This is an optimization exercise on Yosys and OpenROAD, whose aim is small area, a short achievable clock period and few clock cycles, not a production implementation.
Function was checked by simulation only, so behaviour that the tests miss may differ from the original.

==> design/flow/design.v <==
module aes_sbox (input wire [7:0] x, output wire [7:0] y);
    wire M1, M2, M3, M4, M5, M6, M7, M8, M9, M10, M11, M12, M13, M14, M15, M16, M17, M18, M19, M20, M21, M22, M23, T1, T2, T3, T4, T5, T6, T7, T8, T9, T10, T11, T12, T13, T14, T15, T16, T17, T18, T19, T20, T21, T22, T23, T24, T25, T26, T27, X0, X1, X2, X3, X4, X5, X6, X7, X8, X9, X10, X11, X12, X13, X14, X15, X16, X17, X18, X19, X20, X21, X22, X23, X24, X25, X26, X27, X28, X29;
    wire E0, E1, E2, E3;
    wire U0 = x[7], U1 = x[6], U2 = x[5], U3 = x[4], U4 = x[3], U5 = x[2], U6 = x[1], U7 = x[0];
    cm_xor2 g_T1 (.a(U0), .b(U3), .y(T1));
    cm_xor2 g_T2 (.a(U0), .b(U5), .y(T2));
    cm_xor2 g_T3 (.a(U0), .b(U6), .y(T3));
    cm_xor2 g_T4 (.a(U3), .b(U5), .y(T4));
    cm_xor2 g_T5 (.a(U4), .b(U6), .y(T5));
    cm_xor2 g_T6 (.a(T1), .b(T5), .y(T6));
    cm_xor2 g_T7 (.a(U1), .b(U2), .y(T7));
    cm_xor2 g_T8 (.a(U7), .b(T6), .y(T8));
    cm_xor2 g_T9 (.a(U7), .b(T7), .y(T9));
    cm_xor2 g_T10 (.a(T6), .b(T7), .y(T10));
    cm_xor2 g_T11 (.a(U1), .b(U5), .y(T11));
    cm_xor2 g_T12 (.a(U2), .b(U5), .y(T12));
    cm_xor2 g_T13 (.a(T3), .b(T4), .y(T13));
    cm_xor2 g_T14 (.a(T6), .b(T11), .y(T14));
    cm_xor2 g_T15 (.a(T5), .b(T11), .y(T15));
    cm_xor2 g_T16 (.a(T5), .b(T12), .y(T16));
    cm_xor2 g_T17 (.a(T9), .b(T16), .y(T17));
    cm_xor2 g_T18 (.a(U3), .b(U7), .y(T18));
    cm_xor2 g_T19 (.a(T7), .b(T18), .y(T19));
    cm_xor2 g_T20 (.a(T1), .b(T19), .y(T20));
    cm_xor2 g_T21 (.a(U6), .b(U7), .y(T21));
    cm_xor2 g_T22 (.a(T7), .b(T21), .y(T22));
    cm_xor2 g_T23 (.a(T2), .b(T22), .y(T23));
    cm_xor2 g_T24 (.a(T2), .b(T10), .y(T24));
    cm_xor2 g_T25 (.a(T20), .b(T17), .y(T25));
    cm_xor2 g_T26 (.a(T3), .b(T16), .y(T26));
    cm_xor2 g_T27 (.a(T1), .b(T12), .y(T27));
    cm_nand2 g_M1 (.a(T13), .b(T6), .y(M1));
    cm_nand2 g_M2 (.a(T23), .b(T8), .y(M2));
    cm_xnor2 g_M3 (.a(T14), .b(M1), .y(M3));
    cm_nand2 g_M4 (.a(T19), .b(U7), .y(M4));
    cm_xor2 g_M5 (.a(M4), .b(M1), .y(M5));
    cm_nand2 g_M6 (.a(T3), .b(T16), .y(M6));
    cm_nand2 g_M7 (.a(T22), .b(T9), .y(M7));
    cm_xnor2 g_M8 (.a(T26), .b(M6), .y(M8));
    cm_nand2 g_M9 (.a(T20), .b(T17), .y(M9));
    cm_xor2 g_M10 (.a(M9), .b(M6), .y(M10));
    cm_nand2 g_M11 (.a(T1), .b(T15), .y(M11));
    cm_nand2 g_M12 (.a(T4), .b(T27), .y(M12));
    cm_xor2 g_M13 (.a(M12), .b(M11), .y(M13));
    cm_nand2 g_M14 (.a(T2), .b(T10), .y(M14));
    cm_xor2 g_M15 (.a(M14), .b(M11), .y(M15));
    cm_xnor2 g_M16 (.a(M3), .b(M2), .y(M16));
    cm_xor2 g_M17 (.a(M5), .b(T24), .y(M17));
    cm_xnor2 g_M18 (.a(M8), .b(M7), .y(M18));
    cm_xor2 g_M19 (.a(M10), .b(M15), .y(M19));
    cm_xor2 g_M20 (.a(M16), .b(M13), .y(M20));
    cm_xor2 g_M21 (.a(M17), .b(M15), .y(M21));
    cm_xor2 g_M22 (.a(M18), .b(M13), .y(M22));
    cm_xor2 g_M23 (.a(M19), .b(T25), .y(M23));
    cm_xor2 g_X0 (.a(T14), .b(T26), .y(X0));
    cm_xor2 g_X1 (.a(U3), .b(U1), .y(X1));
    cm_xor2 g_X2 (.a(T25), .b(T24), .y(X2));
    cm_xor2 g_X3 (.a(T2), .b(T8), .y(X3));
    cm_xor2 g_X4 (.a(T10), .b(U2), .y(X4));
    cm_xor2 g_X5 (.a(T8), .b(T14), .y(X5));
    cm_xor2 g_X6 (.a(T8), .b(X1), .y(X6));
    cm_xor2 g_X7 (.a(T14), .b(X1), .y(X7));
    cm_xor2 g_X8 (.a(T16), .b(X2), .y(X8));
    cm_xor2 g_X9 (.a(T16), .b(T2), .y(X9));
    cm_xor2 g_X10 (.a(T4), .b(T12), .y(X10));
    cm_xor2 g_X11 (.a(T14), .b(T24), .y(X11));
    cm_xor2 g_X12 (.a(T12), .b(X6), .y(X12));
    cm_xor2 g_X13 (.a(X8), .b(U6), .y(X13));
    cm_xor2 g_X14 (.a(U6), .b(T18), .y(X14));
    cm_xor2 g_X15 (.a(T14), .b(T2), .y(X15));
    cm_xor2 g_X16 (.a(X14), .b(T2), .y(X16));
    cm_xor2 g_X17 (.a(T19), .b(X9), .y(X17));
    cm_xor2 g_X18 (.a(X17), .b(U0), .y(X18));
    cm_xor2 g_X19 (.a(T7), .b(U5), .y(X19));
    cm_xor2 g_X20 (.a(T14), .b(T22), .y(X20));
    cm_xor2 g_X21 (.a(X14), .b(T8), .y(X21));
    cm_xor2 g_X22 (.a(T21), .b(T12), .y(X22));
    cm_xor2 g_X23 (.a(U5), .b(T22), .y(X23));
    cm_xor2 g_X24 (.a(T21), .b(T23), .y(X24));
    cm_xor2 g_X25 (.a(X11), .b(T19), .y(X25));
    cm_xor2 g_X26 (.a(T26), .b(T11), .y(X26));
    cm_xor2 g_X27 (.a(T16), .b(X18), .y(X27));
    cm_xor2 g_X28 (.a(X13), .b(U7), .y(X28));
    cm_xor2 g_X29 (.a(X25), .b(T26), .y(X29));
    aes_gf16_inv u_inv (.d({M20, M21, M22, M23}), .e({E0, E1, E2, E3}));
    wire P0; cm_nand2 g_P0 (.a(E0), .b(X1), .y(P0));
    wire P1; cm_nand2 g_P1 (.a(E1), .b(X12), .y(P1));
    wire P2; cm_nand2 g_P2 (.a(E2), .b(X26), .y(P2));
    wire P3; cm_nand2 g_P3 (.a(E3), .b(X25), .y(P3));
    wire P4; cm_nand2 g_P4 (.a(E0), .b(T24), .y(P4));
    wire P5; cm_nand2 g_P5 (.a(E1), .b(X11), .y(P5));
    wire P6; cm_nand2 g_P6 (.a(E2), .b(X0), .y(P6));
    wire P7; cm_nand2 g_P7 (.a(E3), .b(X2), .y(P7));
    wire P8; cm_nand2 g_P8 (.a(E0), .b(X20), .y(P8));
    wire P9; cm_nand2 g_P9 (.a(E1), .b(X13), .y(P9));
    wire P10; cm_nand2 g_P10 (.a(E2), .b(X5), .y(P10));
    wire P11; cm_nand2 g_P11 (.a(E3), .b(X24), .y(P11));
    wire P12; cm_nand2 g_P12 (.a(E0), .b(X9), .y(P12));
    wire P13; cm_nand2 g_P13 (.a(E1), .b(X18), .y(P13));
    wire P14; cm_nand2 g_P14 (.a(E2), .b(X21), .y(P14));
    wire P15; cm_nand2 g_P15 (.a(E3), .b(X19), .y(P15));
    wire P16; cm_nand2 g_P16 (.a(E0), .b(X6), .y(P16));
    wire P17; cm_nand2 g_P17 (.a(E1), .b(X27), .y(P17));
    wire P18; cm_nand2 g_P18 (.a(E2), .b(X14), .y(P18));
    wire P19; cm_nand2 g_P19 (.a(E3), .b(X8), .y(P19));
    wire P20; cm_nand2 g_P20 (.a(E0), .b(X29), .y(P20));
    wire P21; cm_nand2 g_P21 (.a(E1), .b(X16), .y(P21));
    wire P22; cm_nand2 g_P22 (.a(E2), .b(X4), .y(P22));
    wire P23; cm_nand2 g_P23 (.a(E3), .b(X22), .y(P23));
    wire P24; cm_nand2 g_P24 (.a(E0), .b(X28), .y(P24));
    wire P25; cm_nand2 g_P25 (.a(E1), .b(X4), .y(P25));
    wire P26; cm_nand2 g_P26 (.a(E2), .b(X10), .y(P26));
    wire P27; cm_nand2 g_P27 (.a(E3), .b(X15), .y(P27));
    wire P28; cm_nand2 g_P28 (.a(E0), .b(X23), .y(P28));
    wire P29; cm_nand2 g_P29 (.a(E1), .b(X17), .y(P29));
    wire P30; cm_nand2 g_P30 (.a(E2), .b(X3), .y(P30));
    wire P31; cm_nand2 g_P31 (.a(E3), .b(X7), .y(P31));
    wire Q0_0; cm_xor2 g_Q0_0 (.a(P0), .b(P1), .y(Q0_0));
    wire Q0_1; cm_xor2 g_Q0_1 (.a(P2), .b(P3), .y(Q0_1));
    cm_xor2 g_S0 (.a(Q0_0), .b(Q0_1), .y(y[7]));
    wire Q1_0; cm_xor2 g_Q1_0 (.a(P4), .b(P5), .y(Q1_0));
    wire Q1_1; cm_xor2 g_Q1_1 (.a(P6), .b(P7), .y(Q1_1));
    cm_xnor2 g_S1 (.a(Q1_0), .b(Q1_1), .y(y[6]));
    wire Q2_0; cm_xor2 g_Q2_0 (.a(P8), .b(P9), .y(Q2_0));
    wire Q2_1; cm_xor2 g_Q2_1 (.a(P10), .b(P11), .y(Q2_1));
    cm_xnor2 g_S2 (.a(Q2_0), .b(Q2_1), .y(y[5]));
    wire Q3_0; cm_xor2 g_Q3_0 (.a(P12), .b(P13), .y(Q3_0));
    wire Q3_1; cm_xor2 g_Q3_1 (.a(P14), .b(P15), .y(Q3_1));
    cm_xor2 g_S3 (.a(Q3_0), .b(Q3_1), .y(y[4]));
    wire Q4_0; cm_xor2 g_Q4_0 (.a(P16), .b(P17), .y(Q4_0));
    wire Q4_1; cm_xor2 g_Q4_1 (.a(P18), .b(P19), .y(Q4_1));
    cm_xor2 g_S4 (.a(Q4_0), .b(Q4_1), .y(y[3]));
    wire Q5_0; cm_xor2 g_Q5_0 (.a(P20), .b(P21), .y(Q5_0));
    wire Q5_1; cm_xor2 g_Q5_1 (.a(P22), .b(P23), .y(Q5_1));
    cm_xor2 g_S5 (.a(Q5_0), .b(Q5_1), .y(y[2]));
    wire Q6_0; cm_xor2 g_Q6_0 (.a(P24), .b(P25), .y(Q6_0));
    wire Q6_1; cm_xor2 g_Q6_1 (.a(P26), .b(P27), .y(Q6_1));
    cm_xnor2 g_S6 (.a(Q6_0), .b(Q6_1), .y(y[1]));
    wire Q7_0; cm_xor2 g_Q7_0 (.a(P28), .b(P29), .y(Q7_0));
    wire Q7_1; cm_xor2 g_Q7_1 (.a(P30), .b(P31), .y(Q7_1));
    cm_xnor2 g_S7 (.a(Q7_0), .b(Q7_1), .y(y[0]));
endmodule
module aes_gf16_inv (input wire [3:0] d, output wire [3:0] e);
    wire [3:0] v = d ^ 4'b0000;
    wire M20 = v[3], M21 = v[2], M22 = v[1], M23 = v[0];
    wire M24 = M22 ^ M23;
    wire M25 = M22 & M20;
    wire M26 = M21 ^ M25;
    wire M27 = M20 ^ M21;
    wire M28 = M23 ^ M25;
    wire M29 = M28 & M27;
    wire M30 = M26 & M24;
    wire M31 = M20 & M23;
    wire M32 = M27 & M31;
    wire M33 = M27 ^ M25;
    wire M34 = M21 & M22;
    wire M35 = M24 & M34;
    wire M36 = M24 ^ M25;
    wire M37 = M21 ^ M29;
    wire M38 = M32 ^ M33;
    wire M39 = M23 ^ M30;
    wire M40 = M35 ^ M36;
    assign e = {M37, M38, M39, M40};
endmodule
module cm_xor2 (input wire a, input wire b, output wire y);
    assign y = a ^ b;
endmodule
module cm_xnor2 (input wire a, input wire b, output wire y);
    assign y = ~(a ^ b);
endmodule
module cm_nand2 (input wire a, input wire b, output wire y);
    assign y = ~(a & b);
endmodule
module cm_nor2 (input wire a, input wire b, output wire y);
    assign y = ~(a | b);
endmodule
module cm_mux2i (input wire a, input wire b, input wire s, output wire y);
    assign y = ~(s ? b : a);
endmodule
module aes_round (
    input  wire [127:0] state_in,
    input  wire [127:0] round_key,
    output wire [127:0] shifted,      
    output wire [127:0] mixed_n       
);
    wire [127:0] sub;
    genvar i, j, b;
    generate
        for (i = 0; i < 16; i = i + 1) begin : g_sub
            aes_sbox u_sbox (.x(state_in[127 - 8*i -: 8]), .y(sub[127 - 8*i -: 8]));
        end
        for (i = 0; i < 16; i = i + 1) begin : g_shift
            assign shifted[127 - 8*i -: 8] = sub[127 - 8*(((i / 4 + i % 4) % 4) * 4 + i % 4) -: 8];
        end
        for (i = 0; i < 4; i = i + 1) begin : g_mix
            wire [7:0] a [0:3];
            wire [7:0] p [0:3];
            wire [7:0] x [0:3];
            wire [7:0] q [0:3];
            wire [7:0] k [0:3];
            for (j = 0; j < 4; j = j + 1) begin : g_byte
                assign a[j] = shifted[127 - 32*i - 8*j -: 8];
            end
            for (j = 0; j < 4; j = j + 1) begin : g_col
                for (b = 0; b < 8; b = b + 1) begin : g_bit
                    cm_xor2 u_p (.a(a[j][b]), .b(a[(j + 1) % 4][b]), .y(p[j][b]));
                end
                assign x[j][7] = p[j][6];
                assign x[j][6] = p[j][5];
                assign x[j][5] = p[j][4];
                cm_xor2 u_x4 (.a(p[j][3]), .b(p[j][7]), .y(x[j][4]));
                cm_xor2 u_x3 (.a(p[j][2]), .b(p[j][7]), .y(x[j][3]));
                assign x[j][2] = p[j][1];
                cm_xor2 u_x1 (.a(p[j][0]), .b(p[j][7]), .y(x[j][1]));
                assign x[j][0] = p[j][7];
            end
            for (j = 0; j < 4; j = j + 1) begin : g_out
                for (b = 0; b < 8; b = b + 1) begin : g_bit
                    cm_xor2  u_k (.a(a[(j + 1) % 4][b]), .b(round_key[127 - 32*i - 8*j - (7 - b)]), .y(k[j][b]));
                    cm_xor2  u_q (.a(k[j][b]), .b(p[(j + 2) % 4][b]), .y(q[j][b]));
                    cm_xnor2 u_o (.a(q[j][b]), .b(x[j][b]), .y(mixed_n[127 - 32*i - 8*j - (7 - b)]));
                end
            end
        end
    endgenerate
endmodule
module aes_key_step (
    input  wire [127:0] key_in,
    input  wire [7:0]   rcon,
    output wire [127:0] key_out
);
    wire [31:0] w0 = key_in[127:96];
    wire [31:0] w1 = key_in[95:64];
    wire [31:0] w2 = key_in[63:32];
    wire [31:0] w3 = key_in[31:0];
    wire [31:0] sw;
    aes_sbox u_s0 (.x(w3[23:16]), .y(sw[31:24]));
    aes_sbox u_s1 (.x(w3[15:8]),  .y(sw[23:16]));
    aes_sbox u_s2 (.x(w3[7:0]),   .y(sw[15:8]));
    aes_sbox u_s3 (.x(w3[31:24]), .y(sw[7:0]));
    wire [31:0] w0r = w0 ^ {rcon, 24'd0};
    wire [31:0] c12, c123, n0, n1, n2, n3;
    genvar i;
    generate
        for (i = 0; i < 32; i = i + 1) begin : g_x
            cm_xor2 u_c12  (.a(w1[i]),   .b(w2[i]), .y(c12[i]));
            cm_xor2 u_c123 (.a(c12[i]),  .b(w3[i]), .y(c123[i]));
            cm_xor2 u_n0   (.a(w0r[i]),  .b(sw[i]), .y(n0[i]));
            cm_xor2 u_n1   (.a(n0[i]),   .b(w1[i]), .y(n1[i]));
            cm_xor2 u_n2   (.a(n0[i]),   .b(c12[i]), .y(n2[i]));
            cm_xor2 u_n3   (.a(n0[i]),   .b(c123[i]), .y(n3[i]));
        end
    endgenerate
    assign key_out = {n0, n1, n2, n3};
endmodule
module dsl_cmac (
    input  wire         clk,
    input  wire         rst_n,         
    input  wire         key_load,
    input  wire [127:0] key,
    input  wire         in_valid,
    output wire         in_ready,
    input  wire [31:0]  in_data,
    input  wire         in_last,
    input  wire [1:0]   in_nbytes,     
    output reg          tag_valid,
    output wire [127:0] tag
);
    reg  [127:0] key_r;         
    reg          kz;            
    reg  [127:0] k1;            
    reg  [127:0] aes_st;        
    reg  [127:0] rk;            
    reg  [3:0]   rnd;           
    reg          kmode;         
    reg          waitx;         
    reg          cur_last;      
    reg  [95:0]  buf_w;
    reg  [1:0]   bcnt;          
    reg          bpad;          
    reg          bpad80;        
    reg          bvirt;         
    reg          blast;         
    reg          bkey;          
    reg          c_mix;         
    reg          c_shift;       
    reg          c_hold;        
    reg          c_rk;          
    reg          c_buf;         
    reg          c_ks_key;      
    reg          c_ks_rk;       
    reg          c_kfin;        
    reg          c_kl;          
    reg  [7:0]   rcon;          
    wire bfull3 = (bcnt == 2'd3);
    assign in_ready = bfull3 ? (c_buf && !bvirt) : !bpad;
    assign tag      = aes_st;
    wire take     = in_valid && in_ready;
    wire take_buf = take && !bfull3;
    wire load     = c_buf && (bvirt || in_valid);
    reg [31:0] wport;           
    always @* begin
        wport = in_data;
        if (in_last) begin
            case (in_nbytes)
                2'd0: wport = {in_data[31:24], 8'h80, 16'h0};
                2'd1: wport = {in_data[31:16], 8'h80, 8'h0};
                2'd2: wport = {in_data[31:8],  8'h80};
                default: wport = in_data;
            endcase
        end
    end
    wire [31:0] wpadw = {bpad80, 31'd0};                     
    reg  [31:0] kword;          
    always @* begin
        case (bcnt)
            2'd0: kword = key_r[127:96];
            2'd1: kword = key_r[95:64];
            default: kword = key_r[63:32];
        endcase
        if (kz)
            kword = 32'd0;
    end
    wire [31:0] kword3 = kz ? 32'd0 : key_r[31:0];
    wire [31:0]  w3     = (bvirt ? wpadw : wport) ^ kword3;
    wire         last3  = bvirt ? blast : in_last;
    wire         whole3 = !bvirt && (in_nbytes == 2'd3);   
    wire [127:0] k2     = {k1[126:0], 1'b0} ^ (k1[127] ? 128'h87 : 128'h0);
    wire [127:0] bufop  = {buf_w, w3} ^ (last3 ? (whole3 ? k1 : k2) : 128'h0);
    wire [127:0] shifted, mixed_n;
    aes_round u_rd (.state_in(aes_st), .round_key(rk), .shifted(shifted), .mixed_n(mixed_n));
    wire [127:0] opb = (c_rk ? rk : 128'h0) ^ (load ? bufop : 128'h0);
    wire [127:0] oth = (c_shift ? shifted : 128'h0) | (c_hold ? aes_st : 128'h0);
    wire [127:0] oth_n, st_next;
    genvar gi;
    generate
        for (gi = 0; gi < 128; gi = gi + 1) begin : g_st
            cm_xnor2 u_x (.a(oth[gi]), .b(opb[gi]), .y(oth_n[gi]));
            cm_mux2i u_a (.a(oth_n[gi]), .b(mixed_n[gi]), .s(c_mix), .y(st_next[gi]));
        end
    endgenerate
    wire [127:0] rk_next;
    wire [127:0] ks_in = (c_ks_key ? key_r : 128'h0) | (c_ks_rk ? rk : 128'h0);
    aes_key_step u_ks (.key_in(ks_in), .rcon(rcon), .key_out(rk_next));
    wire [127:0] l_dbl = {aes_st[126:0], 1'b0} ^ (aes_st[127] ? 128'h87 : 128'h0);
    wire fin     = c_shift;     
    wire running = c_rk;        
    wire restart = key_load || !rst_n;    
    reg  [3:0] n_rnd;
    reg        n_kz, n_kmode, n_waitx, n_cur_last;
    reg  [1:0] n_bcnt;
    reg        n_bpad, n_bpad80, n_bvirt, n_blast, n_bkey;
    always @* begin
        n_kz    = key_load ? 1'b0 : kz;
        n_kmode = load ? bkey : (fin ? 1'b0 : kmode);
        n_rnd   = load ? 4'd1 : ((fin || !running) ? 4'd0 : rnd + 4'd1);
        n_cur_last = load ? last3 : cur_last;
        n_waitx = (fin && !cur_last && !kmode && !load) ? 1'b1 : (load ? 1'b0 : waitx);
        n_bcnt   = bcnt;
        n_bpad   = bpad;
        n_bpad80 = bpad80;
        n_bvirt  = bvirt;
        n_blast  = blast;
        n_bkey   = bkey;
        if (load) begin
            n_bcnt  = 2'd0;
            n_bvirt = 1'b0;
            n_blast = 1'b0;
            n_bkey  = 1'b0;
        end else if (take_buf || bpad) begin
            n_bcnt = bcnt + 2'd1;
            if (bcnt == 2'd2)
                n_bpad = 1'b0;
            else if (take_buf && in_last)
                n_bpad = 1'b1;
            n_bpad80 = take_buf && in_last && (in_nbytes == 2'd3);
            if (take_buf && in_last) begin
                n_bvirt = 1'b1;
                n_blast = 1'b1;
            end
        end
        if (restart) begin
            n_rnd = 4'd0;  n_kmode = 1'b0;  n_waitx = 1'b0;  n_cur_last = 1'b0;
            n_bcnt = 2'd0; n_bpad = 1'b1;   n_bpad80 = 1'b0; n_bvirt = 1'b1;
            n_blast = 1'b0; n_bkey = 1'b1;
        end
        if (!rst_n)
            n_kz = 1'b1;
    end
    wire n_fin     = (n_rnd == 4'd10);
    wire n_running = (n_rnd != 4'd0);
    wire n_ready   = (n_bcnt == 2'd3);
    wire n_ld_idle = !n_running && n_ready && !c_kfin;
    wire n_ld_fin  = n_fin && !n_cur_last && !n_kmode && n_ready;
    wire n_load    = n_ld_idle || n_ld_fin;
    reg  [7:0] n_rcon;
    always @* begin
        case (n_load ? 4'd1 : n_rnd + 4'd1)
            4'd1:  n_rcon = 8'h01;
            4'd2:  n_rcon = 8'h02;
            4'd3:  n_rcon = 8'h04;
            4'd4:  n_rcon = 8'h08;
            4'd5:  n_rcon = 8'h10;
            4'd6:  n_rcon = 8'h20;
            4'd7:  n_rcon = 8'h40;
            4'd8:  n_rcon = 8'h80;
            4'd9:  n_rcon = 8'h1b;
            4'd10: n_rcon = 8'h36;
            default: n_rcon = 8'h00;
        endcase
    end
    always @(posedge clk) begin
        if (take_buf || bpad)
            buf_w <= {buf_w[63:0], (bpad ? wpadw : wport) ^ kword};
        aes_st <= st_next;
        rk     <= rk_next;
        if (c_kl)
            k1 <= l_dbl;
    end
    always @(posedge clk) begin
        rnd      <= n_rnd;
        kz       <= n_kz;
        kmode    <= n_kmode;
        waitx    <= n_waitx;
        cur_last <= n_cur_last;
        bcnt     <= n_bcnt;
        bpad     <= n_bpad;
        bpad80   <= n_bpad80;
        bvirt    <= n_bvirt;
        blast    <= n_blast;
        bkey     <= n_bkey;
        c_mix    <= n_running && !n_fin;
        c_shift  <= n_fin;
        c_hold   <= n_waitx && !n_running;
        c_rk     <= n_running;
        c_buf    <= n_load;
        c_ks_key <= n_load && !n_kz;
        c_ks_rk  <= !n_load;
        c_kfin   <= n_fin && n_kmode;
        c_kl     <= c_kfin && !restart;
        rcon     <= n_rcon;
        if (key_load)
            key_r <= key;
        if (!rst_n)
            tag_valid <= 1'b0;
        else
            tag_valid <= fin && cur_last && !kmode;
    end
endmodule
==> design/flow/flow/run.sh <==
#!/bin/bash
set -eu -o pipefail
SETUP_MARGIN=${SETUP_MARGIN:-5.4}
bash standard.sh synth > synth.log 2>&1
bash standard.sh "BUFFER_PORTS_ARGS=-buffer_cell sky130_fd_sc_hd__buf_1" \
  "SETUP_SLACK_MARGIN=$SETUP_MARGIN" finish > layout.log 2>&1
==> design/flow/standard.sh <==
#!/bin/bash
# synth_recipe.tcl (not shown) runs the flow's synth.tcl, then flattens the netlist and writes it again
# the make line also repeats each setting of config.mk as NAME=value (left out here)
make -C /OpenROAD-flow-scripts/flow DESIGN_CONFIG=/design/flow/config.mk WORK_HOME=/design/flow/orfs CLKGATE_MAP_FILE= SYNTH_SCRIPT=/design/flow/synth_recipe.tcl "${@:-finish}"
==> design/flow/config.mk <==
export PLATFORM = sky130hd
export DESIGN_NAME = dsl_cmac
export DESIGN_NICKNAME = dsl_cmac
export VERILOG_FILES = /design/flow/design.v
export SDC_FILE = /design/flow/constraint.sdc
export NUM_CORES = 8
export LEC_CHECK = 0
export CAP_MARGIN = 20
export CORE_MARGIN = 2
export CORE_UTILIZATION = 40
export CTS_BUF_LIST = sky130_fd_sc_hd__clkbuf_8 sky130_fd_sc_hd__clkbuf_16
export CTS_CLUSTER_DIAMETER = 100
export CTS_CLUSTER_SIZE = 20
export PLACE_DENSITY = 0.55
export SETUP_SLACK_MARGIN = 5
export SLEW_MARGIN = 20
export SYNTH_HIERARCHICAL = 1
export SYNTH_MINIMUM_KEEP_SIZE = 0
==> design/flow/constraint.sdc <==
create_clock -name core_clock -period 10.0 [get_ports {clk}]
set_input_delay 2.0000 -clock core_clock [delete_from_list [all_inputs] [get_ports {clk}]]
set_output_delay 2.0000 -clock core_clock [all_outputs]
set_load 0.01 [all_outputs]
==> summary.txt, run 1 <==
Worst setup path
  – Cell Chain, Critical Path: buf_6 -> buf_4 -> clkbuf_16 -> a22o_4 -> xor2_4 -> buf_12 -> xor2_4 -> xor2_4 -> nand2_4 -> xor2_4 -> xor2_2 -> xor2_2 -> nor2b_1 -> o32a_4 -> nand2_1 -> xor2_2 -> xor2_2 -> xor2_2 -> xor2_1
  – Slowest stage delay, CP: 470 ps
  – CP delay by family, top: XOR/XNOR gates
  – Setup slack, reg-to-reg: ~5300 ps
  – CP most frequent cell: xor2_2
  – Worst Path Buf+Inv: 4
  – Setup crit end kind: register
  – Slowest-stage cell, CP: o32a_4
  – Critical path type: register to register
  – CP required: 10,610 ps
  – CP Launch Type: register
  – Critical path peak fanout: 8
  – CP arrival: 5350 ps

STA
  – Rel. slew slack: between 20% and 30%
  – Final Hold Slack: 459 ps
  – FMAX: ~210 MHz
  – Final hold violation count: 0
  – # setup viols final: 0
  – Least-Margin Pin Slew: roughly 1200 ps
  – Min cycle time layout: 4740 ps
  – Worst Slack Setup Final: 5260 ps
  – Skew final: 38.3 ps
  – Total negative slack: 0 ps
  – Unrepaired setup endpoints after global routing: true
  – Final worst path period share: 47.4%
  – Max Slew Vio Count: 0

Clocking
  – CTS Buf Count: 43
  – H-tree depth: 2
  – Clock latency (worst-skew pair): a little under 700 ps
  – Clock Path Buffers: 3
  – Clk pin slew, worst setup/hold paths: 90 ps
  – CTS tree: built
  – Root buffer cell: clkbuf_16
  – Hold buffer count at CTS: 0
  – Clk sinks: 641

Place
  – Area post-placement: 61,900 um2
  – Routability congestion estimate: 0.981
  – Setup WS pre-CTS: between 4000 and 5000 ps
  – Detailed placement HPWL: 175,000 um
  – Port bufs: 296

Global routing
  – First-pass GRT wire length: 331,000 um
  – Antenna violations before repair: 13
  – Vias in the first global route: 46,651
  – Grt ovf: 0
  – Largest net degree at the start of global routing: 77
  – Global-route usage over all layers: 29.7%

Routing
  – Post-route ant nets: 0
  – DRT iter0 DRCs: 5,281
  – Routed vias: 50,085
  – TritonRoute pass-1 iters: 6
  – Wire length per cell: 26.2 um
  – DRC viols: 0
  – WL final: 244,000 um
  – Via/cell ratio: 5.37

Die
  – Die Y: approximately 390 um
  – Core area: 148,000 um2
  – Die width: just under 400 um
  – Site Rows: 141
  – Ports: just under 300
  – Initial Util: 40.3%
  – Die ar.: between 150,000 and 200,000 um2

Yosys
  – Syn_area_per_cell: around 9 um2
  – Seq/Total Area, Yosys: around 27%
  – Netlist cell types: 62
  – Synthesized cell area: just under 60,000 um2
  – Cells after Synth: 6,576
  – FFs w/ async S/R, synth: 0%
  – Post-synthesis net count: 6,755
  – Ys Warns: 8
  – Predominant post-synthesis flop cell: edfxtp_1
  – Number of synthesized flops with an enable pin: 352
  – Yosys reg bits: 641

Layout
  – # nets final: 7,536
  – Fraction of layout cells with a size suffix above 1: roughly 30%
  – Layout Utilization: 55.0%
  – Synth-to-Final Area Change: 36.4%
  – Final Cell Area: 81,300 um2

Status
  – Status: timing/DRC/antenna clean

Hold path
  – Worst min-delay path category: register to register

Job
  – Max cap viols: 0
[per-module statistics from Yosys, one instance, submodules excluded, a selection]
| module | flip-flops and latches | cells |
|---|---|---|
| cm_xnor2 | 0 | 1 |
| dsl_cmac | 641 | 2460 |
| cm_mux2i | 0 | 1 |
| aes_gf16_inv | 0 | 19 |
| cm_nand2 | 0 | 1 |
| aes_key_step | 0 | 8 |
| cm_xor2 | 0 | 1 |
[cell usage after synthesis, types with 28 or more instances]
master,n,area (um2)
a211o_1,40,350
a21oi_1,115,576
a21oi_2,50,438
a22o_1,256,2240
a22oi_1,33,248
buf_2,39,195
buf_4,212,1590
buf_6,28,315
clkbuf_1,83,312
dfxtp_1,289,5790
edfxtp_1,352,10600
mux2i_1,133,1330
nand2_1,1302,4890
nor2_1,149,559
nor2b_1,98,613
nor4b_1,40,350
xnor2_1,737,6450
xor2_1,2398,21000
[layout make-up]
type | count | area, um2
diodes | 3 | 7.51
clock buffers | 45 | 1100
clock inverters | 35 | 270
fillers | 12708 | 66600
inverters | 13 | 57.6
multi-input cells | 5560 | 52300
flip-flops and latches | 641 | 16700
well taps | 1930 | 2410
repair buffers | 1098 | 8370
[final timing paths]
| kind | endpoint | depth (start not counted) | startpoint |
|---|---|---|---|
| hold reg to reg | waitx | 2 | waitx |
| setup / recovery | rk[51] | 19 | c_ks_rk |
| hold / removal | waitx | 2 | waitx |
| setup reg to reg | rk[51] | 19 | c_ks_rk |
[worst min-delay path, delay by kind of cell, from the launching register on]
kind	cells	cell delay, ps
flip-flops	1	310
AND/OR/NAND/NOR	2	120
[sequential cells by signal, summed over array words and instances, names as in the netlist, 2 cells and up]
| signal | cells |
|---|---|
| buf_w | 96 |
| rk | 128 |
| k1 | 128 |
| bcnt | 2 |
| aes_st | 128 |
| rcon | 8 |
| key_r | 128 |
| rnd | 4 |
[kinds of logic after synthesis]
group                      share of synthesized area (%)
xor gates and xnor gates                            46.2
and+or+nand+nor                                     11.9
DFF                                                 27.5
AOI/OAI and AO/OA                                   7.67
buffers and inverters                               4.26
muxes                                               2.23
adders and majority gates                          0.252
[layout by cell type (no fill, tap or decap), drive strengths merged, types with 41 or more instances in the layout]
cell,synthesis,routed
nor2b,98,98
xor2,2400,2416
xnor2,738,738
edfxtp,352,352
a21oi,165,165
buf,298,1092
nor2,149,149
nand2,1304,1304
clkbuf,83,51
nor4b,41,41
mux2i,133,133
dfxtp,289,289
a22o,256,256
[metrics by stage]
step	cells
after floorplan	6576
after global placement	8487
after detailed placement	8487
after CTS	8823
after global routing	9323
final	9325
[what timing repair did]
action / CTS / global route
gates cloned: 16 / 4
endpoints found under the setup margin: 260 / 260
pin swaps: 137 / 319
gates resized for setup: 962 / 657
setup buffers: 240 / 495
[metal layers]
| metal | vias to the layer above | GRT usage (%) | routed length (um) |
|---|---|---|---|
| li1 | 22058 | - | - |
| met1 | 25188 | 39.9 | 97500 |
| met2 | 2337 | 46.6 | 110000 |
| met3 | 496 | 5.20 | 21800 |
| met5 | - | 0 | 34 |
| met4 | 6 | 13.6 | 15200 |
Testbench counts, summed over its fixed seeds: cycles 77,494.
==> run 2, diff against run 1 <==
==> design/flow/flow/run.sh (replaced) <==
#!/bin/bash
set -eu -o pipefail
SETUP_MARGIN=${SETUP_MARGIN:-5.8}
bash standard.sh synth > synth.log 2>&1
bash standard.sh "BUFFER_PORTS_ARGS=-buffer_cell sky130_fd_sc_hd__buf_1" \
  "SETUP_SLACK_MARGIN=$SETUP_MARGIN" finish > layout.log 2>&1
==> run 2 against run 1 <==
Net effect:
- still clean
- final area up 21%
- core utilization up 12 points
- register-to-register slack hardly changed
- via count is 8.2% higher
- clock skew grew 16 ps
- highest routed layer unchanged
- critical path type unchanged
- first-iteration DRC count is 5.7% higher
- sequential share of layout area decreased by 3.5 points
==> summary.txt, run 2 <==
Status
  – Status: timing/DRC/antenna clean

Die
  – Site Rows: 141
  – Ports: around 300
  – Core area: 148,000 um2
  – Die Y: just under 400 um
  – Die ar.: between 150,000 and 200,000 um2
  – Die width: around 390 um
  – Initial Util: 40.3%

Routing
  – DRT iter0 DRCs: 5,584
  – Routed vias: ~54,000
  – Post-route ant nets: 0
  – Via/cell ratio: 5.44
  – Wire length per cell: 28.2 um
  – TritonRoute pass-1 iters: 5
  – DRC viols: 0
  – WL final: 280,000 um

Global routing
  – Global-route usage over all layers: 32.8%
  – First-pass GRT wire length: around 360,000 um
  – Grt ovf: 0
  – Largest net degree at the start of global routing: 129
  – Vias in the first global route: approximately 51,000
  – Antenna violations before repair: 5

Worst setup path
  – Setup slack, reg-to-reg: 5250 ps
  – R2r startpoint: aes_st[105]
  – Setup crit end kind: register
  – Reg2reg end: aes_st[57]
  – Worst reg2reg path depth: 18
  – CP arrival: around 5200 ps
  – CP required: ~10,000 ps
  – CP Launch Type: register
  – Critical path type: register to register
  – Critical path peak fanout: 5

Yosys
  – Yosys reg bits: roughly 640
  – Top-area cell type share of the netlist area: 35.3%
  – Post-synthesis net count: slightly below 7,000
  – FFs w/ async S/R, synth: 0%
  – Netlist cell types: 62
  – Most frequent cells after synthesis: xor2_1 (2,398), nand2_1 (1,302), xnor2_1 (737)
  – Ranking of synthesized cells by area: xor2_1 (35%), edfxtp_1 (18%), xnor2_1 (11%), dfxtp_1 (9.7%), nand2_1 (8.2%)
  – Top cell type by total area after synthesis: xor2_1
  – Syn_area_per_cell: 9.06 um2
  – Ys Warns: 8
  – Synthesized cell area: 59,600 um2
  – Number of synthesized flops with an enable pin: 352
  – Seq/Total Area, Yosys: 27.5%
  – Predominant post-synthesis flop cell: edfxtp_1
  – Cell with the most instances after synthesis: xor2_1
  – Cells after Synth: around 6,600

Layout
  – Most frequent cells in the layout: xor2_1 (1,098), buf_4 (1,000), nand2_1 (963)
  – Fraction of layout cells with a size suffix above 1: between 40 and 50%
  – Synth-to-Final Area Change: 65.5%
  – Most common cell after layout, fill and taps aside: xor2_1
  – Fill count: between 10,000 and 15,000
  – # nets final: 8,166

Hold path
  – Worst min-delay path category: register to register
  – Worst Hold Endpoint: bkey
  – Worst Min Path Start: bkey
  – Hold Path Stages: 2

Clocking
  – Clk sinks: 641
  – CTS Buf Count: 40
  – CTS tree: built
  – Root buffer cell: clkbuf_16
  – Clock latency (worst-skew pair): 690 ps
  – Clk pin slew, worst setup/hold paths: 100 ps
  – Clock Path Buffers: 3
  – H-tree depth: 2

STA
  – Max Slew Vio Count: 0
  – Total negative slack: 0 ps
  – FMAX: 210 MHz
  – Rel. slew slack: 7.53%
  – Skew final: roughly 55 ps
  – Final hold violation count: 0
  – Min cycle time layout: 4750 ps
  – Final worst path period share: ~48%
  – Unrepaired setup endpoints after global routing: true
  – # setup viols final: 0
  – Least-Margin Pin Slew: 1390 ps

Place
  – Routability congestion estimate: 0.951
  – Detailed placement HPWL: approximately 180,000 um
  – Port bufs: 296

Job
  – Max cap viols: 0
## run 2: stage by stage
step / utilization, % / setup WS, ps / std cells / hold WS [ps] / cell area [um2]
floorplan: - / 5800 / 6576 / 420 / 63200
global placement: 43.8 / 4150 / 8476 / 454 / 64800
detailed placement: 43.8 / 4080 / 8476 / 454 / 64800
CTS: 57.2 / 5640 / 9425 / 470 / 84600
global route: 66.7 / 5180 / 9949 / 485 / 98600
finish: 66.7 / 5250 / 9951 / 468 / 98600
## run 2: kinds of logic after synthesis
kind of cell	Yosys count	share of synthesized area, %
AOI/OAI and AO/OA	578	7.67
muxes	133	2.23
xor gates and xnor gates	3139	46.2
and+or+nand+nor	1679	11.9
adders and majority gates	12	0.252
DFF	641	27.5
buffers and inverters	394	4.26
## run 2: critical path: stages, from the launching register on
cell     delay [ps]
dfxtp_4         430
xor2_4          180
buf_12          140
xor2_4          160
buf_12          150
xor2_4          210
xor2_4          360
xor2_1          320
xor2_1          450
xor2_2          270
xor2_1          270
nand2_1         130
xor2_1          170
xnor2_1         250
buf_6           250
xor2_4          250
xor2_1          260
xnor2_1         170
mux2i_1         110
## run 2: layout make-up
cell class / count / area, um2 / area share (%)
well taps: 1930 / 2410 / 2.45
clock inverters: 32 / 198 / 0.201
diodes: 2 / 5.00 / 0.00508
inverters: 13 / 57.6 / 0.0584
multi-input cells: 5562 / 62700 / 63.6
repair buffers: 1729 / 15300 / 15.5
flip-flops and latches: 641 / 16900 / 17.1
clock buffers: 42 / 1040 / 1.05
## run 2: how the worst max path moves through the flow
stage / start / endpoint / slack (ps) / cells after the start
finish: aes_st[105] / aes_st[57] / 5250 / 18
global route: aes_st[109] / aes_st[57] / 5180 / 17
CTS: c_ks_key / rk[68] / 5640 / 18
detailed placement: c_ks_key / rk[30] / 4080 / 15
global placement: c_ks_key / rk[86] / 4150 / 15
floorplan: aes_st[19] / aes_st[39] / 5800 / 17
## run 2: routing by layer
layer  wire (um)  vias to the layer above  global-route usage (%)
met5          12                        -                       0
met4       23200                        2                    19.1
met3       22800                      756                    5.09
met2      129000                     2856                    51.9
met1      105000                    27621                    42.8
li1            -                    22948                       -
## run 2: modules after synthesis (local to each module, per instance), a selection
module	flip-flops and latches	area, um2
cm_xor2	0	8.76
cm_mux2i	0	10.0
cm_nand2	0	3.75
cm_xnor2	0	8.76
dsl_cmac	641	27800
aes_key_step	0	70.1
## run 2: timing repair
item                       in CTS  in global routing
cloned                         25                  2
resized for setup            1587               1418
hold buffers                    0                  0
pin swaps                     628                887
setup endpoints to repair     262                268
buffers inserted              850                522
==> run 3, diff against run 2 <==
==> design/flow/flow/run.sh (replaced) <==
#!/bin/bash
set -eu -o pipefail
SETUP_MARGIN=${SETUP_MARGIN:-4.85}
bash standard.sh synth > synth.log 2>&1
bash standard.sh "BUFFER_PORTS_ARGS=-buffer_cell sky130_fd_sc_hd__buf_1" \
  "SETUP_SLACK_MARGIN=$SETUP_MARGIN" finish > layout.log 2>&1
==> run 3 against run 2 <==
Net effect:
- final cell count down 13%
- final area shrank 30%
- non-clock buffer count fell by 1261
- via count is 15% lower
- global-route usage down 4.2 points
- first-iteration DRC count shrank 19%
- register-to-register slack worse by 350 ps
- die area is the same
- maximum frequency fell by 6.8%
- hold slack got worse by 21 ps
- sequential share of layout area up 6.7 points
==> summary.txt, run 3 <==
Status
  – Status: timing/DRC/antenna clean

Yosys
  – Synthesized cell area: between 50,000 and 60,000 um2
  – Number of synthesized flops with an enable pin: 352
  – Cells after Synth: 6,576
  – Mux share of post-synthesis cell area: under 10%
  – Cell with the most instances after synthesis: xor2_1
  – Top cell type by total area after synthesis: xor2_1
  – Seq/Total Area, Yosys: 27.5%
  – Largest family of logic cells by synthesized area: XOR/XNOR gates
  – Most frequent cells after synthesis: xor2_1 (2,398), nand2_1 (1,302), xnor2_1 (737)
  – FFs w/ async S/R, synth: 0%
  – Syn_area_per_cell: 9.06 um2
  – Post-Synth Adder-Cell Area: 0.252%
  – Post-synthesis net count: 6,755
  – Top-area cell type share of the netlist area: 35.3%
  – Xor/xnor share of the synthesized area: between 40% and 50%
  – Predominant post-synthesis flop cell: edfxtp_1
  – Ranking of synthesized cells by area: xor2_1 (35%), edfxtp_1 (18%), xnor2_1 (11%), dfxtp_1 (9.7%), nand2_1 (8.2%)
  – Ys Warns: 8
  – Simple-gate share of the synthesized area: a little under an eighth
  – Compound-Gate Fraction of Synth Area: roughly 7.7%
  – Yosys reg bits: between 600 and 700
  – Netlist cell types: 62

Routing
  – TritonRoute pass-1 iters: 6
  – Via/cell ratio: 5.33
  – WL final: 227,000 um
  – DRT iter0 DRCs: 4,545
  – DRC viols: 0
  – Wire length per cell: 26.1 um
  – Routed vias: 46,232
  – Post-route ant nets: 0

STA
  – Least-Margin Pin Slew: 1140 ps
  – Rel. slew slack: between 20% and 30%
  – Final worst path period share: 51.0%
  – FMAX: 196 MHz
  – Total negative slack: 0 ps
  – Final hold violation count: 0
  – Min cycle time layout: between 5000 and 6000 ps
  – Max Slew Vio Count: 0
  – Unrepaired setup endpoints after global routing: true
  – Skew final: 40.3 ps
  – # setup viols final: 0
  – Worst Slack Setup Final: 4900 ps

Hold path
  – Hold Path Stages: 0
  – Worst min-delay path category: register to register

Layout
  – Layout Utilization: between 40% and 50%
  – Most frequent cells in the layout: xor2_1 (1,960), nand2_1 (1,302), xnor2_1 (681)
  – Fraction of layout cells with a size suffix above 1: between 10% and 20%
  – Non-Filler Instances: approximately 8,700
  – Synth-to-Final Area Change: 16.3%
  – # nets final: just under 7,000
  – Most common cell after layout, fill and taps aside: xor2_1
  – Fill count: 13,926

Clocking
  – CTS tree: built
  – Clk sinks: 641
  – H-tree depth: 2
  – CTS Buf Count: 42
  – Clock Path Buffers: 3
  – Root buffer cell: clkbuf_16
  – Clock latency (worst-skew pair): 650 ps
  – Clk pin slew, worst setup/hold paths: 90 ps

Die
  – Die ar.: 152,000 um2
  – Die width: roughly 400 um
  – Ports: 297
  – Site Rows: 141
  – Die Y: 390 um
  – Initial Util: 40.3%
  – Core area: 148,000 um2

Global routing
  – GR Util met1: 39.3%
  – Vias in the first global route: 43,857
  – Global route hottest layer: met2
  – Grt ovf: 0
  – Met2 usage in global routing: 45.7%
  – Met3 GRT Util: 3.00%
  – Antenna violations before repair: 9
  – Largest net degree at the start of global routing: 138
  – Global-route usage over all layers: 28.6%
  – First-pass GRT wire length: 318,000 um

Place
  – Setup WS pre-CTS: 3580 ps
  – Inst Count DP: 8,489
  – Detailed placement HPWL: 176,000 um
  – Port bufs: between 200 and 300
  – Routability congestion estimate: 0.995

Worst setup path
  – Worst reg2reg path depth: 14
  – CP arrival: about 5600 ps
  – Setup crit end kind: register
  – Critical path type: register to register
  – CP Launch Type: register
  – CP required: 10,510 ps
  – Critical path peak fanout: 37

Job
  – Max cap viols: 0
==> run 3: cell count changes in the layout (fill, tap and decap cells not counted), moves of 230 or more <==
cell     delta
xor2_1    +862
xor2_4    -518
buf_6     -230
buf_4     -855
nand2_1   +339
xor2_2    -361
==> run 3: layout make-up <==
type | count | area (um2) | area share [%]
clock buffer | 44 | 1090 | 1.57
clock inverter | 32 | 225 | 0.325
antenna | 3 | 7.51 | 0.0108
tap | 1930 | 2410 | 3.48
multi-input combinational | 5543 | 46300 | 66.8
sequential | 641 | 16500 | 23.8
inverter | 13 | 56.3 | 0.0812
timing repair buffer | 468 | 2730 | 3.94
==> run 3: path summary, 6_finish.rpt <==
check / start / slack (ps) / to
setup / recovery: c_ks_rk / 4900 / rk[58]
hold / removal: aes_st[39] / 450 / k1[40]
setup reg to reg: c_ks_rk / 4900 / rk[58]
hold reg to reg: aes_st[39] / 450 / k1[40]
==> run 3: logic make-up (layout without fill, tap and decap cells) <==
group                      Yosys count  count (layout)
AOI/OAI and AO/OA                  578             578
xor gates and xnor gates          3139            3141
adders and majority gates           12              12
buffers and inverters              394             557
DFF                                641             641
muxes                              133             133
other                                0               3
and+or+nand+nor                   1679            1679
==> run 3: critical path, stage by stage (launching register included) <==
cell and delay [ps]:
dfxtp_4 540, buf_6 350, a22o_2 410, xor2_1 620
xor2_1 230, nand2_1 140, xor2_1 430, xor2_1 480
nor4b_1 310, a211o_1 330, nand2_1 110, xor2_1 200
xor2_1 220, xor2_1 440, xor2_1 130
==> run 3: through the flow <==
stage / hold WS, ps / instance area [um2]
after floorplan: 420 / 59600
after global placement: 420 / 61300
after detailed placement: 427 / 61300
after CTS: 447 / 65900
after global routing: 460 / 69300
final: 447 / 69300
==> run 3: modules after synthesis (local to each module, per instance), a selection <==
module        flops+latches  cells  cell area [um2]  copies in the design
aes_key_step              0      8             70.1                     1
cm_xor2                   0      1             8.76                  2364
cm_xnor2                  0      1             8.76                   416
dsl_cmac                641   2460            27800                     1
cm_mux2i                  0      1             10.0                   128
aes_gf16_inv              0     19              149                    20
cm_nand2                  0      1             3.75                   820
==> run 3: repair_timing <==
action | in CTS | in global routing
pin swaps | 17 | 45
cloned | 0 | 2
buffers inserted | 35 | 69
hold buffers | 0 | 0
resized for setup | 445 | 372
setup endpoints to repair | 256 | 256
==> run 3: routing by layer <==
metal,part of all wire (%),vias up
met1,43,23040
met5,0.013,-
met2,45,1773
met4,5.6,4
li1,-,21044
met3,6.3,371
==> run 4, diff against run 3 <==
==> design/flow/flow/run.sh (replaced) <==
#!/bin/bash
set -eu -o pipefail
SETUP_MARGIN=${SETUP_MARGIN:-5.15}
bash standard.sh synth > synth.log 2>&1
bash standard.sh "BUFFER_PORTS_ARGS=-buffer_cell sky130_fd_sc_hd__buf_1" \
  "SETUP_SLACK_MARGIN=$SETUP_MARGIN" finish > layout.log 2>&1
==> run 4 against run 3 <==
Net effect:
- count of clock-buffer cells in the layout stayed put
- still clean
- non-clock buffer count is 168 higher
- highest routed layer unchanged
- setup slack better by 360 ps
- hold slack better by 1.7 ps
- core utilization is 2.5 points higher
- sequential share of layout area is 1.0 points lower
- clock skew is 0.60 ps higher
- synthesized area stayed put
- critical endpoint is now rk[47]
- critical path type unchanged
- first-iteration DRC count is 2.0% higher
==> summary.txt, run 4 <==
STA
  – Worst Slack Setup Final: 5260 ps
  – Min cycle time layout: 4740 ps
  – Final hold violation count: 0
  – # setup viols final: 0
  – Max Slew Vio Count: 0
  – Total negative slack: 0 ps
  – Final Hold Slack: 448 ps
  – FMAX: 211 MHz
  – Final worst path period share: 47.4%
  – Least-Margin Pin Slew: 1160 ps
  – Skew final: 40.9 ps
  – Rel. slew slack: 22.5%
  – Unrepaired setup endpoints after global routing: true

Yosys
  – Seq/Total Area, Yosys: around 27%
  – Predominant post-synthesis flop cell: edfxtp_1
  – Ranking of synthesized cells by area: xor2_1 (35%), edfxtp_1 (18%), xnor2_1 (11%), dfxtp_1 (9.7%), nand2_1 (8.2%)
  – FFs w/ async S/R, synth: 0%
  – Top cell type by total area after synthesis: xor2_1
  – Synthesized cell area: 59,600 um2
  – Post-synthesis net count: 6,755
  – Most frequent cells after synthesis: xor2_1 (2,398), nand2_1 (1,302), xnor2_1 (737)
  – Yosys reg bits: 641
  – Cell with the most instances after synthesis: xor2_1
  – Syn_area_per_cell: a little over 9 um2
  – Netlist cell types: 62
  – Cells after Synth: roughly 6,600
  – Number of synthesized flops with an enable pin: 352
  – Ys Warns: 8
  – Top-area cell type share of the netlist area: 35.3%

Layout
  – Synth-to-Final Area Change: 22.5%
  – Most common cell after layout, fill and taps aside: xor2_1
  – Footprint of the multi-input gates: slightly below 50,000 um2
  – # nets final: 7,063
  – Fill count: 13,454
  – Fraction of layout cells with a size suffix above 1: between 15 and 20%
  – Non-Filler Instances: 8,850
  – Storage cell area: approximately 17,000 um2
  – Most frequent cells in the layout: xor2_1 (1,815), nand2_1 (1,302), xnor2_1 (675)

Die
  – Core area: between 100,000 and 150,000 um2
  – Initial Util: between 40% and 50%
  – Die ar.: roughly 150,000 um2
  – Site Rows: 141
  – Die Y: ~390 um
  – Die width: 390 um
  – Ports: 297

Clocking
  – Clock latency (worst-skew pair): between 600 and 700 ps
  – CTS Buf Count: 42
  – Clk sinks: 641
  – CTS tree: built
  – H-tree depth: 2
  – Clk pin slew, worst setup/hold paths: 100 ps
  – Root buffer cell: clkbuf_16
  – Clock Path Buffers: 3

Routing
  – WL final: ~230,000 um
  – Wire length per cell: roughly 26 um
  – WL met3: between 15,000 and 20,000 um
  – Routed vias: 47,173
  – DRT iter0 DRCs: approximately 4,600
  – Highest routed layer: met5
  – Via/cell ratio: 5.33
  – Post-route ant nets: 0
  – M1 wire length: 97,400 um
  – DRC viols: 0
  – TritonRoute pass-1 iters: 5
  – Routed length on met2: 105,000 um

Worst setup path
  – Critical path peak fanout: 31
  – Critical path type: register to register
  – CP delay by family, top: XOR/XNOR gates
  – Cell Chain, Critical Path: buf_16 -> a22o_4 -> xor2_4 -> xor2_4 -> xor2_1 -> nand2_1 -> xor2_1 -> xor2_2 -> xor2_2 -> nor4b_1 -> a211o_2 -> nand2_1 -> xor2_1 -> xor2_1 -> xor2_2 -> xor2_1
  – Worst Path Buf+Inv: 1
  – Setup crit end kind: register
  – Slowest-stage cell, CP: dfxtp_4
  – CP most frequent cell: xor2_1
  – Slowest stage delay, CP: roughly 480 ps
  – CP arrival: 5330 ps
  – CP required: approximately 11,000 ps
  – CP Launch Type: register

Place
  – Port bufs: around 300
  – Detailed placement HPWL: 176,000 um
  – Inst Count DP: ~8,500
  – Setup WS pre-CTS: approximately 3600 ps
  – Routability congestion estimate: about 1

Global routing
  – Grt ovf: 0
  – Largest net degree at the start of global routing: 138
  – Vias in the first global route: 44,446
  – Global-route usage over all layers: 28.9%
  – First-pass GRT wire length: approximately 320,000 um
  – Antenna violations before repair: 9

Status
  – Status: timing/DRC/antenna clean

Hold path
  – Worst min-delay path category: register to register

Job
  – Max cap viols: 0
-- run 4: cell counts after synthesis --
Identical to the previous run, type by type.
-- run 4: per-module statistics from Yosys, one instance, submodules excluded, a selection --
module | flip-flops and latches | times used
dsl_cmac | 641 | 1
aes_gf16_inv | 0 | 20
aes_key_step | 0 | 1
cm_mux2i | 0 | 128
cm_xnor2 | 0 | 416
cm_xor2 | 0 | 2364
cm_nand2 | 0 | 820
-- run 4: worst paths after layout --
check / start / cells past startpoint / end / slack, ps
worst max-delay path: c_ks_key / 16 / rk[47] / 5260
worst min-delay path: aes_st[39] / 0 / k1[40] / 450
worst max register to register: c_ks_key / 16 / rk[47] / 5260
worst min register to register: aes_st[39] / 0 / k1[40] / 450
-- run 4: cells by family after synthesis --
group	share of synthesized area, %
XOR/XNOR	46.2
AND/OR/NAND/NOR	11.9
flip-flops	27.5
AO/OA/AOI/OAI	7.67
buffers and inverters	4.26
multiplexers	2.23
adder cells (fa/ha/maj)	0.252
-- run 4: area by class of cell --
class                   instances  area share (%)
multi-input cells            5550            66.1
flip-flops and latches        641            22.8
repair buffers                636            5.95
well taps                    1930            3.31
clock buffers                  44            1.49
clock inverters                32           0.309
inverters                      13          0.0771
diodes                          4          0.0137
-- run 4: timing repair --
action                     in CTS  in global routing
gates resized for setup       708                416
hold buffers                    0                  0
pin swaps                      65                 92
gates cloned                    0                 10
setup endpoints to repair     256                257
buffers inserted              124                147
-- run 4: through the flow --
stage | area [um2] | utilization, %
3_5_place_dp | 61300 | 41.4
3_3_place_gp | 61300 | 41.4
6_report | 73000 | 49.4
4_1_cts | 68700 | 46.5
2_1_floorplan | 59600 | -
5_1_grt | 73000 | 49.4
-- run 4: layer usage --
| layer | up-vias | global-route usage, % |
|---|---|---|
| li1 | 21305 | - |
| met1 | 23543 | 39.7 |
| met2 | 1939 | 45.9 |
| met3 | 384 | 2.99 |
| met4 | 2 | 13.4 |
| met5 | - | 0 |
==> run 5, diff against run 4 <==
==> design/flow/flow/run.sh (replaced) <==
#!/bin/bash
set -eu -o pipefail
SETUP_MARGIN=${SETUP_MARGIN:-4.95}
bash standard.sh synth > synth.log 2>&1
bash standard.sh "BUFFER_PORTS_ARGS=-buffer_cell sky130_fd_sc_hd__buf_1" \
  "SETUP_SLACK_MARGIN=$SETUP_MARGIN" finish > layout.log 2>&1
==> run 5 against run 4 <==
Net effect:
- flip-flop and latch count unchanged
- register-to-register slack got worse by 190 ps
- final area fell by 3.7%
- maximum frequency down 3.9%
- first-iteration DRC count down 3.1%
- final cell count decreased by 1.6%
- synthesized area is the same
- global-route usage shrank 0.23 points
- critical path type unchanged
- critical endpoint is now aes_st[71]
- highest routed layer unchanged
==> summary.txt, run 5 <==
Hold path
  – Worst min-delay path category: register to register
  – Hold Path Stages: 0

Worst setup path
  – CP Launch Type: register
  – CP arrival: about 5400 ps
  – Critical path peak fanout: 9
  – Setup crit end kind: register
  – Critical path type: register to register
  – CP required: ~10,000 ps
  – Worst reg2reg path depth: 19

Place
  – Inst Count DP: 8,489
  – Routability congestion estimate: 0.995
  – Setup WS pre-CTS: 3580 ps
  – Detailed placement HPWL: 176,000 um
  – Port bufs: 296

Yosys
  – FFs w/ async S/R, synth: 0%
  – Netlist cell types: 62
  – Syn_area_per_cell: 9.06 um2
  – Top-area cell type share of the netlist area: around a third
  – Ranking of synthesized cells by area: xor2_1 (35%), edfxtp_1 (18%), xnor2_1 (11%), dfxtp_1 (9.7%), nand2_1 (8.2%)
  – Cell with the most instances after synthesis: xor2_1
  – Post-synthesis net count: 6,755
  – Top cell type by total area after synthesis: xor2_1
  – Predominant post-synthesis flop cell: edfxtp_1
  – Yosys reg bits: 641
  – Seq/Total Area, Yosys: 27.5%
  – Most frequent cells after synthesis: xor2_1 (2,398), nand2_1 (1,302), xnor2_1 (737)
  – Number of synthesized flops with an enable pin: 352
  – Synthesized cell area: 59,600 um2
  – Cells after Synth: ~6,600
  – Ys Warns: 8

STA
  – Total negative slack: 0 ps
  – Rel. slew slack: around 22%
  – FMAX: 203 MHz
  – Unrepaired setup endpoints after global routing: true
  – Worst Slack Setup Final: 5060 ps
  – Final worst path period share: 49.4%
  – # setup viols final: 0
  – Min cycle time layout: 4940 ps
  – Final hold violation count: 0
  – Least-Margin Pin Slew: 1160 ps
  – Max Slew Vio Count: 0
  – Final Hold Slack: between 400 and 500 ps
  – Skew final: 37.9 ps

Status
  – Status: timing/DRC/antenna clean

Routing
  – Routed vias: between 40,000 and 50,000
  – Wire length per cell: 26.2 um
  – TritonRoute pass-1 iters: 6
  – DRC viols: 0
  – Post-route ant nets: 0
  – Via/cell ratio: ~5.3
  – WL final: 228,000 um
  – DRT iter0 DRCs: 4,492

Die
  – Site Rows: 141
  – Die Y: 390 um
  – Die ar.: ~150,000 um2
  – Die width: 390 um
  – Ports: 297
  – Initial Util: roughly two fifths
  – Core area: around 150,000 um2

Clocking
  – Clk pin slew, worst setup/hold paths: 90 ps
  – Hold buffer count at CTS: 0
  – CTS Buf Count: 42
  – Clk sinks: 641
  – CTS tree: built
  – Clock Path Buffers: 3
  – H-tree depth: 2
  – Clock latency (worst-skew pair): 650 ps
  – Root buffer cell: clkbuf_16

Layout
  – Most common cell after layout, fill and taps aside: xor2_1
  – # nets final: just under 7,000
  – Synth-to-Final Area Change: 18.0%
  – Most frequent cells in the layout: xor2_1 (1,923), nand2_1 (1,302), xnor2_1 (679)
  – Fraction of layout cells with a size suffix above 1: 15.6%
  – Non-Filler Instances: roughly 8,700

Global routing
  – Antenna violations before repair: 10
  – Vias in the first global route: around 44,000
  – Largest net degree at the start of global routing: approximately 140
  – First-pass GRT wire length: 319,000 um
  – Grt ovf: 0
  – Global-route usage over all layers: 28.7%

Job
  – Max cap viols: 0
## run 5: cell counts after synthesis
Identical to the previous run, type by type.
## run 5: cell families (layout without fill, tap and decap cells)
logic type | Yosys count | in the layout | synth area share [%]
compound gates | 578 | 578 | 7.67
xor+xnor | 3139 | 3144 | 46.2
fa+ha+maj | 12 | 12 | 0.252
buf+inv | 394 | 593 | 4.26
flops | 641 | 641 | 27.5
mux | 133 | 133 | 2.23
other cells | 0 | 1 | 0
simple gates | 1679 | 1679 | 11.9
## run 5: what timing repair did
| action | 4_1_cts | 5_1_grt |
|---|---|---|
| setup buffers | 52 | 87 |
| gates cloned | 0 | 6 |
| gates resized for setup | 529 | 374 |
| pin swaps | 33 | 56 |
| setup endpoints to repair | 256 | 256 |
## run 5: area by class of cell
| class | count | area [um2] |
|---|---|---|
| Sequential cell | 641 | 16500 |
| Tap cell | 1930 | 2410 |
| Inverter | 13 | 56.3 |
| Clock inverter | 32 | 225 |
| Clock buffer | 44 | 1090 |
| Fill cell | 13822 | 77600 |
| Timing Repair Buffer | 504 | 3090 |
| Antenna cell | 1 | 2.50 |
| Multi-Input combinational cell | 5546 | 46800 |
## run 5: per-module statistics from Yosys, one instance, submodules excluded, excerpt
module / cells inside / area (um2) / copies in the design / flops+latches
aes_key_step: 8 / 70.1 / 1 / 0
cm_nand2: 1 / 3.75 / 820 / 0
dsl_cmac: 2460 / 27800 / 1 / 641
cm_mux2i: 1 / 10.0 / 128 / 0
aes_gf16_inv: 19 / 149 / 20 / 0
cm_xor2: 1 / 8.76 / 2364 / 0
cm_xnor2: 1 / 8.76 / 416 / 0
## run 5: per-stage QoR
step	cell area, um2	utilization, %
5_1_grt	70300	47.5
3_5_place_dp	61300	41.4
2_1_floorplan	59600	-
4_1_cts	66700	45.1
6_report	70300	47.5
3_3_place_gp	61300	41.4
## run 5: worst max-delay path: stages (launching register included)
cell,delay [ps]
dfxtp_1,310
buf_4,270
xor2_4,330
xor2_4,330
xor2_2,300
nand2_1,170
xor2_2,310
xor2_1,260
xor2_2,100
buf_4,170
nor2b_1,140
o32a_2,490
nand2_1,110
xor2_1,320
xor2_4,190
buf_12,150
xor2_4,290
xor2_1,220
xnor2_1,160
mux2i_1,100
## run 5: worst paths after layout
kind                   start          to  slack [ps]
hold reg to reg   aes_st[39]      k1[40]         440
setup reg to reg   aes_st[9]  aes_st[71]        5060
setup / recovery   aes_st[9]  aes_st[71]        5060
hold / removal    aes_st[39]      k1[40]         440
## run 5: per-layer routing
metal  up-vias  global-route usage [%]  wire (um)  share of wire [%]
met5         -                       0         44              0.019
met4         6                    12.5      12100                5.3
met3       367                    2.98      15000                6.6
met2      1851                    45.8     104000                 46
met1     23173                    39.4      96900                 43
li1      21082                       -          -                  -

[static timing again, ports no longer ideal]
Ports are ideal in the flow. The routed layouts listed here were re-timed in OpenROAD.
Step 1 assumes that a clkbuf_16 drives the clock port and a buf_2 every other input.
Step 2 times the ports against the registers' clock, not the clock port: input delays grow and output delays shrink by t, the midpoint of the rising clock arrivals with the driver on.
Three values: no drivers, after step 1, after step 2; two values: the first two.
run	t, ns	setup WS [ns]	hold WS [ns]	worst setup path after step 2	worst data-port slew with drivers (ns)
run 1	0.737	5.259 / 5.259 / 4.728	0.459 / 0.459 / 0.459	input to register	0.21
run 2	0.741	5.246 / 5.246 / 5.023	0.468 / 0.468 / 0.468	input to register	0.08
run 3	0.710	4.901 / 4.901 / 4.477	0.447 / 0.447 / 0.447	input to register	0.09
run 4	0.716	5.256 / 5.256 / 4.705	0.448 / 0.448 / 0.448	input to register	0.09
run 5	0.715	5.062 / 5.062 / 4.507	0.444 / 0.444 / 0.444	input to register	0.10
After both steps every run listed still meets setup and hold. For run 5, which loses most, drivers alone change the setup slack by 0.000 ns; drivers and shift together by -0.555 ns.
